This design comes from an exercise in tuning for small area, a short achievable clock period and few clock cycles per item on the open sky130 flow, not from production work.
Function was checked by simulation only, so behaviour that the tests miss may differ from the original.
Power is estimated from default activity; no workload was simulated.

==> flow/design.v, too long to show whole: its modules and the start of the top module <==
// module fpu_round: 62 lines
// module fpu_lzc26: 30 lines
// module fpu_norm: 19 lines
// module fpu_add48: 312 lines
// module fpu_mul24: 995 lines
// module tangram_fpu: 239 lines
module tangram_fpu (
    input  wire        clk,
    input  wire        rst,         
    input  wire        in_valid,
    output wire        in_ready,
    input  wire [3:0]  in_fn,       
    input  wire [31:0] in_a,
    input  wire [31:0] in_b,
    input  wire [1:0]  in_frm,      
    input  wire        in_ftz,
    output reg         out_valid,
    input  wire        out_ready,
    output reg  [31:0] out_result,
    output reg  [3:0]  out_flags    
);
  // ...
==> flow/flow/run.sh <==
#!/bin/bash
# The standard layout, with the port buffers that buffer_ports inserts made
# sky130_fd_sc_hd__buf_2 instead of its default pick (a delay buffer).
set -euo pipefail
export BUFFER_PORTS_ARGS="-buffer_cell sky130_fd_sc_hd__buf_2"
bash standard.sh > standard.log 2>&1
==> flow/standard.sh <==
#!/bin/bash
# synth_recipe.tcl (not shown) runs the flow's synth.tcl, then flattens the netlist and writes it again
# the make line also repeats each setting of config.mk as NAME=value (left out here)
make -C /OpenROAD-flow-scripts/flow DESIGN_CONFIG=/design/flow/config.mk WORK_HOME=/design/flow/orfs CLKGATE_MAP_FILE= SYNTH_SCRIPT=/design/flow/synth_recipe.tcl "${@:-finish}"
==> flow/config.mk <==
export PLATFORM = sky130hd
export DESIGN_NAME = tangram_fpu
export DESIGN_NICKNAME = tangram_fpu
export VERILOG_FILES = /design/flow/design.v
export SDC_FILE = /design/flow/constraint.sdc
export NUM_CORES = 4
export LEC_CHECK = 0
export ABC_AREA = 1
export CAP_MARGIN = 20
export CORE_MARGIN = 2
export CORE_UTILIZATION = 50
export SLEW_MARGIN = 20
==> flow/constraint.sdc <==
create_clock -name core_clock -period 26.0 [get_ports {clk}]
set_input_delay 5.2000 -clock core_clock [delete_from_list [all_inputs] [get_ports {clk}]]
set_output_delay 5.2000 -clock core_clock [all_outputs]
set_load 0.01 [all_outputs]
==> summary.txt, run 1 <==
crit-path cells buf_2; clk cell area share 3.63%; RePlAce Congestion 1.00; row count 105; Top Consumer combinational logic; Place WS 19790 ps; combinational group share of total power 59.8%; post-synthesis sequential area ratio 26.2%; Clk power 0.000685 W; FF+latch count, synth 378; status timing/DRC/antenna clean; FF+latch count 378; Crit Reg-Reg Startpoint b0[11]; Most Crowded Layer GR met2; Final Hold Vio Count 0; sw frac 48.3%; Comb power 0.00242 W; drt via density 6.03; port bufs 112; multi-input logic area 26300 um^2; CP Class reg2out; Synth Area in Simple Gates 20.7%; CP Capture Type primary output; Hold Path Class reg2reg; dominant cells by area after synthesis edfxtp_1, fa_1, nand2_1, xor2_1, inv_1; dpl cells 6555
Testbench counts, summed over its fixed seeds: cycles 16,040, items 16,000.
==> run 2, diff against run 1 <==
--- a/flow/config.mk
+++ b/flow/config.mk
@@ -10,3 +10,3 @@
 export CORE_MARGIN = 2
-export CORE_UTILIZATION = 50
+export CORE_UTILIZATION = 65
 export SLEW_MARGIN = 20
==> run 2 against run 1 <==
Still clean on timing, DRC and antenna. Final cell count shrank 3.6%. Register-to-register slack lost 100 ps. Area after synthesis is the same. Setup slack gained 71 ps.
==> summary.txt, run 2 <==
remaining antenna violation count 0; Final Hold Vio Count 0 (unchanged); HP Start sign1; Die ar. 66200 um^2; Critical Path Source out_result[19]; period utilization 24.4%; slew at the pin closest to its max-slew limit 1210 ps; Worst Skew 27.8 ps; Reg clk slew, reported paths 60 ps; Final Util 69.8%; status timing/DRC/antenna clean; crit-path cells buf_2; post-synthesis cell count 5607; fillers 5313; Post-Syn Nets 6097; antenna violations before repair 5; max cap viols 0; post-synthesis sequential area ratio 26.2% (unchanged); FFs w/ async S/R, synth 0%; Crit path depth 1; post-DR wirelength/cell 23.1 um; layout cells sized above 1 6.34%; most common cell after layout, fill and taps aside nand2_1; Critical Path AT 1130 ps; Longest Clk Path Bufs 3; Crit Reg-Reg Startpoint b0[7]; EDFF count, synth 335; combinational group share of total power 60.6% (+0.8 points); CP Class reg2out; proportion of synthesized area in mux cells 0.792%; Core Box Area 63200 um^2; io pins 113; Buf/Inv on CP 1; xor/xnor share of the synthesized area 7.14%; Yosys top cell by area edfxtp_1; Initial Util 66.0%; VDD IR-drop max 0.127 mV; DP HPWL 104 mm; setup violators final 0; FF+latch count, synth 378 (unchanged); Synth Area in Adders 17.1%; H-tree Lvls 2; clock sink count 378; Post-CTS Setup Repair Bufs 0; largest net degree at the start of global routing 122; top post-synthesis cells by count nand2_1, inv_1, o21ai_0; first-pass GRT wire length 225 mm; cell with the most instances after synthesis nand2_1; TritonCTS clock tree built; Worst EP required 20800 ps; vias in the first global route 39.6k; Total GRT Usage 44.0%; CTS hold repair buffers 0; largest family of logic cells by synthesized area simple AND/OR/NAND/NOR gates; DRT Pass-1 Iters 8; top cell family by delay on the critical path flip-flops; Largest regs s2 x48, x1 x48, y1 x48; crit path launch type flip-flop; Setup crit end out_result[19]; RR Endpoint y1[16]; CP Capture Type primary output; Die H 257 um; internal power 0.00205 W; yosys warns 2; Synth top area share 24.1%; Layout area overhead 5.77%; post-synthesis average cell area 7.43 um^2; Hold Path Depth 0; dominant cells by area after synthesis edfxtp_1, fa_1, nand2_1, xor2_1, inv_1; CTS-repair resized insts 0; CP Max Fanout 1; max frequency 158 MHz; Synth Flop Type edfxtp_1; most frequent cells in the layout nand2_1, inv_1, o21ai_0; DR iter-0 viols 6302; port bufs 112 (unchanged); Distinct cells, synth 68; Clk network pwr share 15.9%; grt ovf 0; clock latency (worst-skew pair) 630 ps; slowest CP cell edfxtp_1; Compound-Gate Fraction of Synth Area 17.4%; Reg2Reg Depth 24; Hold Path Class reg2reg; Crit path largest cell delay 380 ps; sw frac 49.0% (+0.68 points); cell at the root of the clock tree clkbuf_16; Synth Area in Simple Gates 20.7% (unchanged); RePlAce Congestion 1.03 (+2.6%); row count 92 (-12%); Final Max Slew Viols 0; leakage power 20.8 nW; relative slew slack 19.5%; via count 41.4k; Inserted Clock Buffers 43; r2r setup slk 19780 ps; RSZ-0062 raised after global routing no; WL final 148 mm; fin nets 6011; PD cells 91.3 nW/um^2; clock period minus worst slack 6330 ps; Cell Area, Synth 41700 um^2; Setup TNS Final 0 ps; Die W 257 um; drt via density 6.47 (+7.5%); Seq pwr share 23.5%; DRC 0; NetSw 0.00197 W
run 2: cell count changes in the layout (fill, tap and decap cells not counted), moves of 2 or more:
cell	change
buf_4	-11
clkbuf_16	-2
inv_6	+2
clkinv_4	-3
clkbuf_8	-2
bufinv_16	-2
run 2: worst min-delay path by stage:
stage,end,slack [ps]
global route,rm2[1],420
floorplan,al2,400
finish,sign2,420
detailed placement,ftz3,400
CTS,rm2[1],420
global placement,rm2[1],400
run 2: kinds of logic (layout without fill, tap and decap cells):
group,Yosys count,in the layout
simple gates,2043,2043
compound gates,1259,1259
buf+inv,1139,1086
fa+ha+maj,415,415
flops,378,378
xor+xnor,340,340
mux,33,33
other cells,0,1
run 2: per-layer routing:
layer,track usage [%],vias to the layer above,wire (um)
met5,0,-,27
met4,27.7,4,11300
met3,12.6,803,19800
met2,67.9,3029,63900
met1,54.4,19000,52900
li1,-,18600,-
run 2: final cells by class:
type                            instances  area [um^2]  share of cell area (%)
Antenna cell                            1         2.50                 0.00568
Clock inverter                         27          322                   0.729
Sequential cell                       378        10900                    24.8
Timing Repair Buffer                  201         1250                    2.83
Clock buffer                           51         1150                    2.60
Tap cell                              846         1060                    2.40
Multi-Input combinational cell       4090        26300                    59.7
Inverter                              807         3050                    6.91
run 2: per-stage QoR:
step	total power (W)	setup WS [ps]	area (um^2)	hold slack, ps	instances
final	0.00403	19670	44100	417	6401
after global routing	0.00425	19400	44100	423	6400
after CTS	0.00391	19640	44000	419	6398
after detailed placement	0.00327	19810	42600	405	6320
after global placement	0.00321	19830	42600	401	6320
after floorplan	0.00240	18400	41700	400	5607
run 2: power by group through the flow:
stage	Sequential, W	Combinational, W	Clock (W)
after floorplan	0.000918	0.00148	0
after global placement	0.000949	0.00226	0
after detailed placement	0.000952	0.00232	0
after CTS	0.000941	0.00233	0.000642
after global routing	0.000957	0.00263	0.000663
final	0.000946	0.00244	0.000639
==> run 3, diff against run 2 <==
==> flow/run.sh (new file) <==
#!/bin/bash
# synth_recipe.tcl (not shown) runs the flow's synth.tcl, then flattens the netlist and writes it again
# the make line also repeats each setting of config.mk as NAME=value (left out here)
make -C /OpenROAD-flow-scripts/flow DESIGN_CONFIG=/design/flow/config.mk WORK_HOME=/design/flow/orfs CLKGATE_MAP_FILE= SYNTH_SCRIPT=/design/flow/synth_recipe.tcl finish
--- a/flow/config.mk
+++ b/flow/config.mk
@@ -10,3 +10,3 @@
 export CORE_MARGIN = 2
-export CORE_UTILIZATION = 65
+export CORE_UTILIZATION = 50
 export SLEW_MARGIN = 20
removed: flow/flow/run.sh
removed: flow/standard.sh
==> run 3 against run 2 <==
Critical path depth did not move. Highest routed layer unchanged. Count of clock-buffer cells in the layout rose by 8. Sequential share of layout area fell by 0.52 points. Power barely moved. Cell area rose by 2.1%.
==> summary.txt, run 3 <==
final instance area 45000 um^2 (+2.1%); Buf/Inv on CP 1 (unchanged); top post-synthesis cells by count nand2_1, inv_1, o21ai_0; DP HPWL 110 mm (+6.6%); first-pass GRT wire length 231 mm (+2.7%); drt via density 6.02 (-7.0%); DR iter-0 viols 4408 (-30%); post-DR wirelength/cell 23.1 um (-0.15%); Die H 293 um (+14%); ANT cells 0 (-1); Die ar. 85700 um^2 (+30%); most common cell after layout, fill and taps aside nand2_1; CTS hold repair buffers 0 (unchanged); Cell Area, Synth 41700 um^2 (unchanged); CP Class reg2out; relative slew slack 27.4% (+7.9 points); TritonCTS clock tree built; Worst EP required 20800 ps (about the same); clock period minus worst slack 6700 ps (+369 ps); row count 105 (+14%); status timing/DRC/antenna clean; Layout area overhead 8.02%; placed inst area 43500 um^2 (+2.2%); Hold Path Depth 0 (unchanged); Post-Syn Nets 6097 (unchanged); fin nets 6025 (+0.23%); most frequent cells in the layout nand2_1, inv_1, o21ai_0; EDFF count, synth 335 (unchanged); cell with the most instances after synthesis nand2_1; remaining antenna violation count 0 (unchanged); crit-path cells clkdlybuf4s50_1; Final Hold Vio Count 0 (unchanged); H-tree Lvls 2 (unchanged); FF+latch count, synth 378 (unchanged); Yosys top cell by area edfxtp_1; io pins 113 (unchanged); CTS-repair resized insts 0 (unchanged); Synth top area share 24.1% (unchanged); dominant cells by area after synthesis edfxtp_1, fa_1, nand2_1, xor2_1, inv_1; DRT Pass-1 Iters 6 (-2); Worst Skew 26.4 ps (-1.42 ps); FFs w/ async S/R, synth 0% (unchanged); via count 40.0k (-3.5%); grt ovf 0 (unchanged); Reg clk slew, reported paths 60 ps (about the same); RR Endpoint x1[32]; setup violators final 0 (unchanged); vias in the first global route 37.8k (-4.5%); Critical Path Source out_result[29]; Reg2Reg Depth 16 (-33%); r2r setup slk 19960 ps (+180 ps); antenna violations before repair 1 (-4); max frequency 149 MHz (-5.5%); Crit path largest cell delay 540 ps (+160 ps); DRC 0 (unchanged); clock sink count 378 (unchanged); cell at the root of the clock tree clkbuf_16; Post-CTS Setup Repair Bufs 0 (unchanged); leakage power 20.8 nW (+0.17%); Inserted Clock Buffers 46 (+7.0%); post-synthesis average cell area 7.43 um^2 (unchanged); yosys warns 2 (unchanged); dpl cells 6556 (+3.7%); CP Max Fanout 1 (unchanged); Layout Cells excl Fill 6641 (+3.7%); VDD IR-drop max 0.116 mV (-8.8%); Place WS 19460 ps (-353 ps); RSZ-0062 raised after global routing no; period utilization 25.8% (+1.4 points); Total GRT Usage 35.4% (-8.6 points); Setup TNS Final 0 ps (unchanged); slew at the pin closest to its max-slew limit 1090 ps (-118 ps); Hold Path Class reg2reg; crit path launch type flip-flop; port bufs 112 (unchanged); CP Capture Type primary output; post-synthesis sequential area ratio 26.2% (unchanged); Initial Util 50.6% (-15 points); Distinct cells, synth 68 (unchanged); slowest CP cell clkdlybuf4s50_1; Core Box Area 82400 um^2 (+30%); Crit Reg-Reg Startpoint b0[11]; Largest regs s2 x48, x1 x48, y1 x48; RePlAce Congestion 0.970 (-5.5%); Final Max Slew Viols 0 (unchanged); Synth Flop Type edfxtp_1; Worst Setup Slack, final 19300 ps (-369 ps); largest net degree at the start of global routing 103 (-16%); post-synthesis cell count 5607 (unchanged); Critical Path AT 1500 ps (+370 ps); Setup crit end out_result[29]; layout cells sized above 1 4.52% (-1.8 points); clock latency (worst-skew pair) 640 ps (about the same); top cell family by delay on the critical path buffers and inverters; Longest Clk Path Bufs 3 (unchanged); WL final 153 mm (+3.6%); Die W 293 um (+14%); max cap viols 0 (unchanged); PD cells 89.4 nW/um^2 (-2.1%); Crit path depth 1 (unchanged)
run 3: cell counts after synthesis:
Identical to the previous run, type by type.
run 3: how the worst min path moves through the flow:
stage	slack, ps	start	end
after global placement	400	sign2	sign3
after floorplan	400	al1	al2
after global routing	430	sign2	sign3
after CTS	420	sign2	sign3
final	410	sign2	sign3
after detailed placement	400	rm2[0]	rm3[0]
run 3: area by class of cell:
type,count,area (um^2)
Tap cell,1070,1340
Sequential cell,378,10900
Clock inverter,25,248
Fill cell,7977,37300
Timing Repair Buffer,212,1880
Inverter,807,3050
Clock buffer,59,1260
Multi-Input combinational cell,4090,26300
run 3: cell families (layout without fill, tap and decap cells):
group / Yosys count / in the layout / share of synthesized area, %
compound gates: 1259 / 1259 / 17.4
xor+xnor: 340 / 340 / 7.14
fa+ha+maj: 415 / 415 / 17.1
buf+inv: 1139 / 1103 / 10.7
flops: 378 / 378 / 26.2
mux: 33 / 33 / 0.792
simple gates: 2043 / 2043 / 20.7
run 3: stage by stage:
| step | utilization (%) | hold slack (ps) | power (W) |
|---|---|---|---|
| global placement | 52.8 | 401 | 0.00330 |
| finish | 54.7 | 412 | 0.00402 |
| detailed placement | 52.8 | 405 | 0.00332 |
| floorplan | - | 400 | 0.00240 |
| global route | 54.7 | 429 | 0.00432 |
| CTS | 54.6 | 415 | 0.00397 |
run 3: report_power, final:
group          total (W)  internal (W)  switching (W)
sequential      0.000940      0.000839       0.000100
combinational    0.00244      0.000875        0.00157
clock           0.000641      0.000360       0.000281
total            0.00402       0.00207        0.00195
run 3: routing by layer:
layer / wire length (um) / GRT usage, %
met1: 61200 / 46.5
met5: 11 / 0
met2: 67800 / 55.3
met3: 14700 / 6.91
met4: 9530 / 18.8
==> module fpu_norm, before the edit <==
module fpu_norm (
    input  wire        [47:0] s,
    input  wire        [4:0]  n,
    input  wire               under,
    input  wire        [4:0]  r,
    input  wire signed [9:0]  eb47,
    output wire        [25:0] v,
    output wire               st,
    output wire        [8:0]  eb
);
    wire [47:0] sn  = s << n;
    wire        stl = |(s[21:0] & (22'h3F_FFFF >> n));
    wire [25:0] vr  = s[47:22] >> r;
    wire        str = (|s[21:0]) | (|(s[47:22] & ~(26'h3FF_FFFF << r)));
    wire signed [9:0] ebn = eb47 - $signed({5'd0, n});
    assign v  = under ? vr : sn[47:22];
    assign st = under ? str : stl;
    assign eb = under ? 9'd1 : ebn[8:0];
endmodule
==> module tangram_fpu, before the edit <==
module tangram_fpu (
    input  wire        clk,
    input  wire        rst,         
    input  wire        in_valid,
    output wire        in_ready,
    input  wire [3:0]  in_fn,       
    input  wire [31:0] in_a,
    input  wire [31:0] in_b,
    input  wire [1:0]  in_frm,      
    input  wire        in_ftz,
    output reg         out_valid,
    input  wire        out_ready,
    output reg  [31:0] out_result,
    output reg  [3:0]  out_flags    
);
    localparam [3:0] FN_FADD = 4'h0, FN_FSUB = 4'h1, FN_FMUL = 4'h2,
                     FN_FMIN = 4'h6, FN_FMAX = 4'h7, FN_FABS = 4'h8,
                     FN_FNEG = 4'h9, FN_FEQ  = 4'hA, FN_FLT  = 4'hB,
                     FN_FLE  = 4'hC;
    localparam [31:0] QNAN = 32'h7FC0_0000;
    reg  k_valid;                  
    reg  rdy;                      
    wire en = !k_valid;            
    assign in_ready = rdy;
    reg        v0;
    reg [3:0]  fn0;
    reg [31:0] a0, b0;
    reg [1:0]  rm0;
    reg        ftz0;
    reg        a_hid, b_hid;           
    always @(posedge clk) begin
        if (en) begin
            fn0 <= in_fn; a0 <= in_a; b0 <= in_b; rm0 <= in_frm; ftz0 <= in_ftz;
            a_hid <= |in_a[30:23]; b_hid <= |in_b[30:23];
        end
        if (rst)     v0 <= 1'b0;
        else if (en) v0 <= in_valid;
    end
    wire [7:0]  ea = a0[30:23], eb = b0[30:23];
    wire [22:0] fa = a0[22:0],  fb = b0[22:0];
    wire a_ez = !a_hid, a_emax = ea == 8'hFF, a_fz = fa == 23'd0;
    wire b_ez = !b_hid, b_emax = eb == 8'hFF, b_fz = fb == 23'd0;
    wire na = a_emax && !a_fz, nb = b_emax && !b_fz;
    wire sna = na && !fa[22], snb = nb && !fb[22];
    wire ia = a_emax && a_fz, ib = b_emax && b_fz;
    wire za = a_ez && (a_fz || ftz0), zb = b_ez && (b_fz || ftz0);
    wire sa = a0[31], sb = b0[31];
    wire [23:0] ma = {a_hid, fa};
    wire [23:0] mb = {b_hid, fb};
    wire [7:0]  bea = a_ez ? 8'd1 : ea;           
    wire [7:0]  beb = b_ez ? 8'd1 : eb;
    wire any_nan = na || nb, any_snan = sna || snb;
    wire raw_lt = a0[30:0] < b0[30:0];
    wire raw_eq = a0[30:0] == b0[30:0];
    wire mag_lt = za ? !zb : (!zb && raw_lt);
    wire mag_eq = za ? zb  : (!zb && raw_eq);
    wire a_before_b = (sa != sb) ? sa : (sa ? (!mag_lt && !mag_eq) : mag_lt);
    wire b_before_a = (sa != sb) ? sb : (sa ? mag_lt : (!mag_lt && !mag_eq));
    wire both_zero  = za && zb;
    wire cmp_eq     = both_zero || (sa == sb && mag_eq);
    wire cmp_lt     = !both_zero && a_before_b;
    wire [31:0] flush_a = za ? {sa, 31'd0} : a0;
    wire [31:0] flush_b = zb ? {sb, 31'd0} : b0;
    wire is_add = fn0 == FN_FADD || fn0 == FN_FSUB;
    wire is_mul = fn0 == FN_FMUL;
    wire sbe    = sb ^ (fn0 == FN_FSUB);
    wire swap   = raw_lt;
    wire sx     = swap ? sbe : sa;
    wire sy     = swap ? sa : sbe;
    wire [23:0] mx = swap ? mb : ma;
    wire [23:0] my = swap ? ma : mb;
    wire [7:0]  bex = swap ? beb : bea;
    wire [8:0]  d_ab = {1'b0, bea} - {1'b0, beb};
    wire [8:0]  d_ba = {1'b0, beb} - {1'b0, bea};
    wire [8:0]  d    = swap ? d_ba : d_ab;
    wire [4:0]  dc   = (d > 9'd26) ? 5'd26 : d[4:0];
    wire        eff_sub = sx ^ sy;
    wire [49:0] y_sh  = {my, 26'd0} >> dc;
    wire [47:0] y_al  = {1'b0, y_sh[49:4], y_sh[3] | (|y_sh[2:0])};
    wire [47:0] mul_s, mul_c;
    fpu_mul24 u_mul (.a(ma), .b(mb), .s(mul_s), .c(mul_c));
    wire signed [9:0] eb47_mul = $signed({2'd0, bea}) + $signed({2'd0, beb}) - 10'sd126;
    wire signed [9:0] eb47_add = $signed({2'd0, bex}) + 10'sd1;
    reg        byp;
    reg [31:0] bval;
    reg        bnv;
    always @* begin
        byp  = 1'b1;
        bval = 32'd0;
        bnv  = 1'b0;
        case (fn0)
            FN_FADD, FN_FSUB: begin
                if (any_nan) begin
                    bval = QNAN; bnv = any_snan;
                end else if (ia && ib) begin
                    bval = (sa != sbe) ? QNAN : {sa, 31'h7F80_0000};
                    bnv  = sa != sbe;
                end else if (ia || ib) begin
                    bval = {ia ? sa : sbe, 31'h7F80_0000};
                end else if (za && zb) begin
                    bval = {(sa == sbe) ? sa : (rm0 == 2'd2), 31'd0};
                end else if (za) begin
                    bval = {sbe, b0[30:0]};
                end else if (zb) begin
                    bval = a0;
                end else begin
                    byp = 1'b0;
                end
            end
            FN_FMUL: begin
                if (any_nan) begin
                    bval = QNAN; bnv = any_snan;
                end else if (ia || ib) begin
                    bval = (za || zb) ? QNAN : {sa ^ sb, 31'h7F80_0000};
                    bnv  = za || zb;
                end else if (za || zb) begin
                    bval = {sa ^ sb, 31'd0};
                end else begin
                    byp = 1'b0;
                end
            end
            FN_FMIN, FN_FMAX: begin
                if (na && nb)   bval = QNAN;
                else if (na)    bval = flush_b;
                else if (nb)    bval = flush_a;
                else if (fn0 == FN_FMAX) bval = a_before_b ? flush_b : flush_a;
                else                     bval = b_before_a ? flush_b : flush_a;
                bnv = any_snan;
            end
            FN_FABS: bval = {1'b0, a0[30:0]};
            FN_FNEG: bval = {~a0[31], a0[30:0]};
            FN_FEQ: begin
                bval = {31'd0, !any_nan && cmp_eq};
                bnv  = any_snan;
            end
            FN_FLT: begin
                bval = {31'd0, !any_nan && cmp_lt};
                bnv  = any_nan;
            end
            FN_FLE: begin
                bval = {31'd0, !any_nan && (cmp_lt || cmp_eq)};
                bnv  = any_nan;
            end
            default: ;
        endcase
    end
    reg        v1;
    reg [47:0] x1, y1;
    reg        al1, byp1, bnv1, sign1, ftz1;
    reg [1:0]  rm1;
    reg signed [9:0] eb47_1;
    always @(posedge clk) begin
        if (en) begin
            if (byp) begin
                x1 <= {bval[22:0], 25'd0}; y1 <= 48'd0;
                eb47_1 <= {2'd0, bval[30:23]}; sign1 <= bval[31];
            end else if (is_mul) begin
                x1 <= mul_s; y1 <= mul_c;
                eb47_1 <= eb47_mul; sign1 <= sa ^ sb;
            end else begin
                x1 <= {1'b0, mx, 22'd0, eff_sub}; y1 <= eff_sub ? ~y_al : y_al;
                eb47_1 <= eb47_add; sign1 <= sx;
            end
            al1 <= is_add && !byp;
            byp1 <= byp; bnv1 <= bnv; rm1 <= rm0; ftz1 <= ftz0;
        end
        if (rst)     v1 <= 1'b0;
        else if (en) v1 <= v0;
    end
    wire [47:0] sum;
    fpu_add48 u_add (.x(x1), .y(y1), .s(sum));
    wire signed [9:0] lmax_full = eb47_1 - 10'sd1;
    wire        lim_zero = byp1 || eb47_1 < 10'sd2;
    wire        nostop   = !byp1 && eb47_1 > 10'sd48;
    wire [5:0]  stop_pos = lim_zero ? 6'd47 : (6'd47 - lmax_full[5:0]);
    wire [47:0] stop     = nostop ? 48'd0 : (48'd1 << stop_pos);
    wire [4:0]  nsh;
    fpu_lzc26 u_lzc (.x(sum[47:22] | stop[47:22]), .n(nsh));
    reg        v2;
    reg [47:0] s2;
    reg [4:0]  n2;
    reg        al2, byp2, bnv2, sign2, ftz2;
    reg [1:0]  rm2;
    reg signed [9:0] eb47_2;
    always @(posedge clk) begin
        if (en) begin
            s2 <= sum; n2 <= nsh;
            eb47_2 <= eb47_1; al2 <= al1;
            byp2 <= byp1; bnv2 <= bnv1; sign2 <= sign1; rm2 <= rm1; ftz2 <= ftz1;
        end
        if (rst)     v2 <= 1'b0;
        else if (en) v2 <= v1;
    end
    wire        under = !byp2 && eb47_2 < 10'sd1;
    wire signed [9:0] r_full = 10'sd1 - eb47_2;
    wire [4:0]  r = (r_full > 10'sd31) ? 5'd31 : r_full[4:0];
    wire [25:0] nv;
    wire        nst;
    wire [8:0]  neb;
    fpu_norm u_norm (.s(s2), .n(n2), .under(under), .r(r), .eb47(eb47_2),
                     .v(nv), .st(nst), .eb(neb));
    reg        v3;
    reg [25:0] v_3;
    reg [8:0]  eb3;
    reg        st3, zero3, byp3, bnv3, sign3, ftz3;
    reg [1:0]  rm3;
    always @(posedge clk) begin
        if (en) begin
            v_3 <= nv; st3 <= nst; eb3 <= neb;
            zero3 <= al2 && s2 == 48'd0;
            byp3 <= byp2; bnv3 <= bnv2; sign3 <= sign2; rm3 <= rm2; ftz3 <= ftz2;
        end
        if (rst)     v3 <= 1'b0;
        else if (en) v3 <= v2;
    end
    wire [31:0] c_res;
    wire [3:0]  c_flg;
    fpu_round u_round (.sign(sign3), .eb(eb3), .v(v_3), .st(st3), .rm(rm3), .ftz(ftz3),
                       .bypass(byp3), .bnv(bnv3), .zero(zero3),
                       .result(c_res), .flags(c_flg));
    reg [31:0] k_res;
    reg [3:0]  k_flg;
    wire push   = en && v3;
    wire take   = !out_valid || out_ready;      
    wire k_next = !rst && !take && (k_valid || push);
    always @(posedge clk) begin
        if (!k_valid) begin
            k_res <= c_res; k_flg <= c_flg;
        end
        if (take) begin
            out_result <= k_valid ? k_res : c_res;
            out_flags  <= k_valid ? k_flg : c_flg;
        end
        if (rst)       out_valid <= 1'b0;
        else if (take) out_valid <= k_valid || push;
        k_valid <= k_next;
        rdy     <= !k_next;
    end
endmodule
==> run 4, diff against run 3 <==
--- a/flow/design.v
+++ b/flow/design.v
@@ -95,4 +95,2 @@
     input  wire        [4:0]  n,
-    input  wire               under,
-    input  wire        [4:0]  r,
     input  wire signed [9:0]  eb47,
@@ -103,9 +101,6 @@
     wire [47:0] sn  = s << n;
-    wire        stl = |(s[21:0] & (22'h3F_FFFF >> n));
-    wire [25:0] vr  = s[47:22] >> r;
-    wire        str = (|s[21:0]) | (|(s[47:22] & ~(26'h3FF_FFFF << r)));
     wire signed [9:0] ebn = eb47 - $signed({5'd0, n});
-    assign v  = under ? vr : sn[47:22];
-    assign st = under ? str : stl;
-    assign eb = under ? 9'd1 : ebn[8:0];
+    assign v  = sn[47:22];
+    assign st = |(s[21:0] & (22'h3F_FFFF >> n));
+    assign eb = ebn[8:0];
 endmodule
@@ -1596,2 +1591,9 @@
     fpu_lzc26 u_lzc (.x(sum[47:22] | stop[47:22]), .n(nsh));
+    wire        under  = !byp1 && eb47_1 < 10'sd1;
+    wire signed [9:0] r_full = 10'sd1 - eb47_1;
+    wire [4:0]  r      = (r_full > 10'sd31) ? 5'd31 : r_full[4:0];
+    wire [25:0] sum_r  = sum[47:22] >> r;
+    wire        st_r   = (|sum[21:0]) | (|(sum[47:22] & ~(26'h3FF_FFFF << r)));
+    wire [47:0] sum_d  = under ? {sum_r, 21'd0, st_r} : sum;
+    wire signed [9:0] eb47_d = under ? 10'sd1 : eb47_1;
     reg        v2;
@@ -1604,4 +1606,4 @@
         if (en) begin
-            s2 <= sum; n2 <= nsh;
-            eb47_2 <= eb47_1; al2 <= al1;
+            s2 <= sum_d; n2 <= nsh;
+            eb47_2 <= eb47_d; al2 <= al1;
             byp2 <= byp1; bnv2 <= bnv1; sign2 <= sign1; rm2 <= rm1; ftz2 <= ftz1;
@@ -1611,5 +1613,2 @@
     end
-    wire        under = !byp2 && eb47_2 < 10'sd1;
-    wire signed [9:0] r_full = 10'sd1 - eb47_2;
-    wire [4:0]  r = (r_full > 10'sd31) ? 5'd31 : r_full[4:0];
     wire [25:0] nv;
@@ -1617,22 +1616,8 @@
     wire [8:0]  neb;
-    fpu_norm u_norm (.s(s2), .n(n2), .under(under), .r(r), .eb47(eb47_2),
-                     .v(nv), .st(nst), .eb(neb));
-    reg        v3;
-    reg [25:0] v_3;
-    reg [8:0]  eb3;
-    reg        st3, zero3, byp3, bnv3, sign3, ftz3;
-    reg [1:0]  rm3;
-    always @(posedge clk) begin
-        if (en) begin
-            v_3 <= nv; st3 <= nst; eb3 <= neb;
-            zero3 <= al2 && s2 == 48'd0;
-            byp3 <= byp2; bnv3 <= bnv2; sign3 <= sign2; rm3 <= rm2; ftz3 <= ftz2;
-        end
-        if (rst)     v3 <= 1'b0;
-        else if (en) v3 <= v2;
-    end
+    fpu_norm u_norm (.s(s2), .n(n2), .eb47(eb47_2), .v(nv), .st(nst), .eb(neb));
+    wire        zero2 = al2 && s2 == 48'd0;
     wire [31:0] c_res;
     wire [3:0]  c_flg;
-    fpu_round u_round (.sign(sign3), .eb(eb3), .v(v_3), .st(st3), .rm(rm3), .ftz(ftz3),
-                       .bypass(byp3), .bnv(bnv3), .zero(zero3),
+    fpu_round u_round (.sign(sign2), .eb(neb), .v(nv), .st(nst), .rm(rm2), .ftz(ftz2),
+                       .bypass(byp2), .bnv(bnv2), .zero(zero2),
                        .result(c_res), .flags(c_flg));
@@ -1640,3 +1625,3 @@
     reg [3:0]  k_flg;
-    wire push   = en && v3;
+    wire push   = en && v2;
     wire take   = !out_valid || out_ready;      
==> flow/flow/run.sh (new file) <==
#!/bin/bash
# The standard layout, with the port buffers that buffer_ports inserts made
# sky130_fd_sc_hd__buf_2 instead of its default pick (a delay buffer).
set -euo pipefail
export BUFFER_PORTS_ARGS="-buffer_cell sky130_fd_sc_hd__buf_2"
bash standard.sh > standard.log 2>&1
==> flow/standard.sh (new file) <==
#!/bin/bash
# synth_recipe.tcl (not shown) runs the flow's synth.tcl, then flattens the netlist and writes it again
# the make line also repeats each setting of config.mk as NAME=value (left out here)
make -C /OpenROAD-flow-scripts/flow DESIGN_CONFIG=/design/flow/config.mk WORK_HOME=/design/flow/orfs CLKGATE_MAP_FILE= SYNTH_SCRIPT=/design/flow/synth_recipe.tcl "${@:-finish}"
removed: flow/run.sh
==> run 4 against run 3 <==
Still clean. Die area about the same. Area after synthesis about the same. Sequential share of layout area decreased by 2.6 points. Utilization decreased by 0.90 points. Power increased by 6.6%. Critical path depth unchanged. Final cell count increased by 3.2%. Clock power decreased by 1%. Worst hold slack improved by 9.9 ps. Synthesized cell count increased by 4.2%. Largest cell class unchanged.
==> summary.txt, run 4 <==
Die H 293 um (about the same); CTS hold repair buffers 0 (unchanged); proportion of synthesized area in mux cells 0.168% (-0.62 points); top cell family by delay on the critical path flip-flops; WL final 163 mm (+6.3%); period utilization 24.6% (-1.2 points); Worst EP required 20800 ps (about the same); vias in the first global route 39.6k (+4.8%); Largest regs s2 x48, x1 x48, y1 x48; Initial Util 50.6% (about the same); Post-Syn Nets 6335 (+3.9%); Final Max Slew Viols 0 (unchanged); status timing/DRC/antenna clean; largest family of logic cells by synthesized area simple AND/OR/NAND/NOR gates; Compound-Gate Fraction of Synth Area 15.7% (-1.6 points); relative slew slack 24.2% (-3.2 points); Synth top area share 20.9% (-3.2 points); fin nets 6238 (+3.5%); FFs w/ async S/R, synth 0% (unchanged); slowest CP cell edfxtp_1; Inserted Clock Buffers 43 (-6.5%); Place WS 19780 ps (+317 ps); DRT Pass-1 Iters 7 (+1); RSZ-0062 raised after global routing no; row count 105 (unchanged); Post-CTS Setup Repair Bufs 0 (unchanged); slew at the pin closest to its max-slew limit 1140 ps (+48.4 ps); Setup TNS Final 0 ps (unchanged); max cap viols 0 (unchanged); max frequency 156 MHz (+4.7%); post-synthesis sequential area ratio 23.0% (-3.2 points); Die W 293 um (about the same); Worst Skew 58.9 ps (+32.5 ps); dominant cells by area after synthesis edfxtp_1, fa_1, nand2_1, nand3_1, xor2_1; TritonCTS clock tree built; CP Class reg2out; crit-path cells buf_2; Synth Area in Simple Gates 25.9% (+5.1 points); cell with the most instances after synthesis nand2_1; leakage power 21.0 nW (+0.92%); yosys warns 2 (unchanged); post-DR wirelength/cell 23.8 um (+3.0%); DRC 0 (unchanged); Buf/Inv on CP 1 (unchanged); DR iter-0 viols 4758 (+7.9%); most frequent cells in the layout nand2_1, inv_1, nand3_1; post-synthesis average cell area 7.14 um^2 (-4.0%); setup violators final 0 (unchanged); Hold Path Class reg2reg; clock sink count 333 (-12%); Reg clk slew, reported paths 60 ps (about the same); Die ar. 85800 um^2 (about the same); Final Hold Vio Count 0 (unchanged); Critical Path AT 1200 ps (-300 ps); port bufs 112 (unchanged); antenna violations before repair 7 (+6); io pins 113 (unchanged); fillers 8241 (+3.3%); Synth Area in Adders 17.1% (about the same); Longest Clk Path Bufs 3 (unchanged); drt via density 6.09 (+1.2%); EDFF count, synth 291 (-13%); PD cells 96.9 nW/um^2 (+8.4%); clock latency (worst-skew pair) 660 ps (+20 ps); CTS-repair resized insts 0 (unchanged); CP Max Fanout 1 (unchanged); H-tree Lvls 2 (unchanged); FF+latch count, synth 333 (-12%); most common cell after layout, fill and taps aside nand2_1; top post-synthesis cells by count nand2_1, inv_1, nand3_1; Synth Flop Type edfxtp_1; VDD IR-drop max 0.0613 mV (-47%); Core Box Area 82400 um^2 (unchanged); via count 41.7k (+4.4%); Worst Setup Slack, final 19600 ps (+303 ps); post-synthesis cell count 5845 (+4.2%); layout cells sized above 1 7.18% (+2.7 points); Cell Area, Synth 41700 um^2 (about the same); Distinct cells, synth 70 (+2.9%); clock period minus worst slack 6400 ps (-303 ps); Yosys top cell by area edfxtp_1; CP Capture Type primary output; Crit path largest cell delay 400 ps (-140 ps); DP HPWL 120 mm (+8.8%); RePlAce Congestion 0.976 (+0.59%); remaining antenna violation count 0 (unchanged); crit path launch type flip-flop; largest net degree at the start of global routing 119 (+16%); first-pass GRT wire length 245 mm (+5.9%); grt ovf 0 (unchanged); Layout area overhead 6.16%; cell at the root of the clock tree clkbuf_16; Total GRT Usage 37.6% (+2.2 points); xor/xnor share of the synthesized area 7.37% (+0.22 points)
## run 4: changes by cell type in the layout (fill, tap and decap cells not counted), moves of 24 or more
cell | before | now
o21ai_0 | 410 | 290
o21ai_1 | 46 | 91
buf_2 | 0 | 112
a31oi_1 | 33 | 9
nand3_1 | 385 | 619
inv_1 | 753 | 720
a22oi_1 | 8 | 39
clkdlybuf4s50_1 | 112 | 0
nor2_1 | 338 | 371
nand2_1 | 1130 | 1258
mux2i_1 | 33 | 7
edfxtp_1 | 335 | 291
a21oi_1 | 308 | 252
## run 4: area by class of cell
cell class                 instances  area (um^2)  share of cell area (%)
timing repair buffer             211         1300                    2.94
multi-input combinational       4392        27700                    62.5
sequential                       333         9580                    21.6
clock buffer                      51         1130                    2.54
clock inverter                    28          355                   0.802
inverter                         767         2900                    6.54
antenna                            2         5.00                  0.0113
tap                             1070         1340                    3.02
## run 4: logic make-up (layout without fill, tap and decap cells)
kind of cell	count (synthesis)	after routing
AND/OR/NAND/NOR	2492	2492
multiplexers	7	7
buffers and inverters	1120	1057
other	0	2
XOR/XNOR	351	351
AO/OA/AOI/OAI	1127	1127
flip-flops	333	333
adder cells (fa/ha/maj)	415	415
## run 4: power by group
part / switching, W / leakage, nW / internal [W]
logic: 0.00190 / 16.6 / 0.000950
clock network: 0.000266 / 0.708 / 0.000367
registers: 0.0000749 / 3.68 / 0.000730
total: 0.00225 / 21.0 / 0.00205
## run 4: stage by stage
step                      cells  utilization (%)  instance area [um^2]  power [W]  hold WS (ps)
after floorplan            5845                -                 41700    0.00257           400
after global placement     6773             52.0                 42800    0.00357           405
after detailed placement   6773             52.0                 42800    0.00357           405
after CTS                  6852             53.8                 44300    0.00421           418
after global routing       6852             53.8                 44300    0.00459           440
final                      6854             53.8                 44300    0.00429           422
## run 4: routing by layer
layer | global-route usage (%) | wire [um] | share of wire [%] | vias to the layer above
met5 | 0 | 15 | 0.0092 | -
met4 | 17.6 | 8260 | 5.1 | 2
met3 | 7.63 | 16300 | 10 | 429
met2 | 59.3 | 73100 | 45 | 2271
met1 | 49.5 | 65100 | 40 | 19800
li1 | - | - | - | 19300
## run 4: worst paths after layout
check | slack (ps) | cells past startpoint | endpoint | from
setup / recovery | 19600 | 1 | out_result[18] | out_result[18]
hold / removal | 420 | 0 | ftz2 | ftz1
hold reg to reg | 420 | 0 | ftz2 | ftz1
setup reg to reg | 19630 | 23 | y1[22] | b0[15]
Testbench counts of run 4, summed over its fixed seeds: cycles 16,032, items 16,000.

## re-timing with driven ports
No port has a modelled driver above. Below, the same layouts with a new extraction and two added sets of constraints.
Step 1 (the two cells are an assumption about what drives the block):
set clk [get_ports {clk}]
set_driving_cell -lib_cell sky130_fd_sc_hd__clkbuf_16 $clk
set_driving_cell -lib_cell sky130_fd_sc_hd__buf_2 [delete_from_list [all_inputs] $clk]
Step 2 adds t to the input delays and takes it off the output delays; t is the mean of the earliest and latest rising clock arrival at the registers after step 1. Input paths then give back, and output paths get back, about the clock's delay inside the block.
Slacks: ideal / step 1 / step 2; pairs: ideal / step 1.
run | shift t [ns] | slack for setup (ns) | hold WS [ns] | clock arrival spread, ns | worst data-port slew with drivers (ns)
run 1 | 0.697 | 19.595 / 19.524 / 19.778 | 0.414 / 0.414 / 0.414 | 0.040 / 0.040 | 0.05
run 2 | 0.678 | 19.666 / 19.601 / 19.759 | 0.417 / 0.417 / 0.417 | 0.031 / 0.031 | 0.04
run 3 | 0.693 | 19.297 / 19.227 / 19.438 | 0.412 / 0.412 / 0.412 | 0.030 / 0.030 | 0.05
run 4 | 0.703 | 19.600 / 19.529 / 19.625 | 0.422 / 0.422 / 0.422 | 0.059 / 0.059 | 0.05
After both steps every run listed still meets setup and hold.
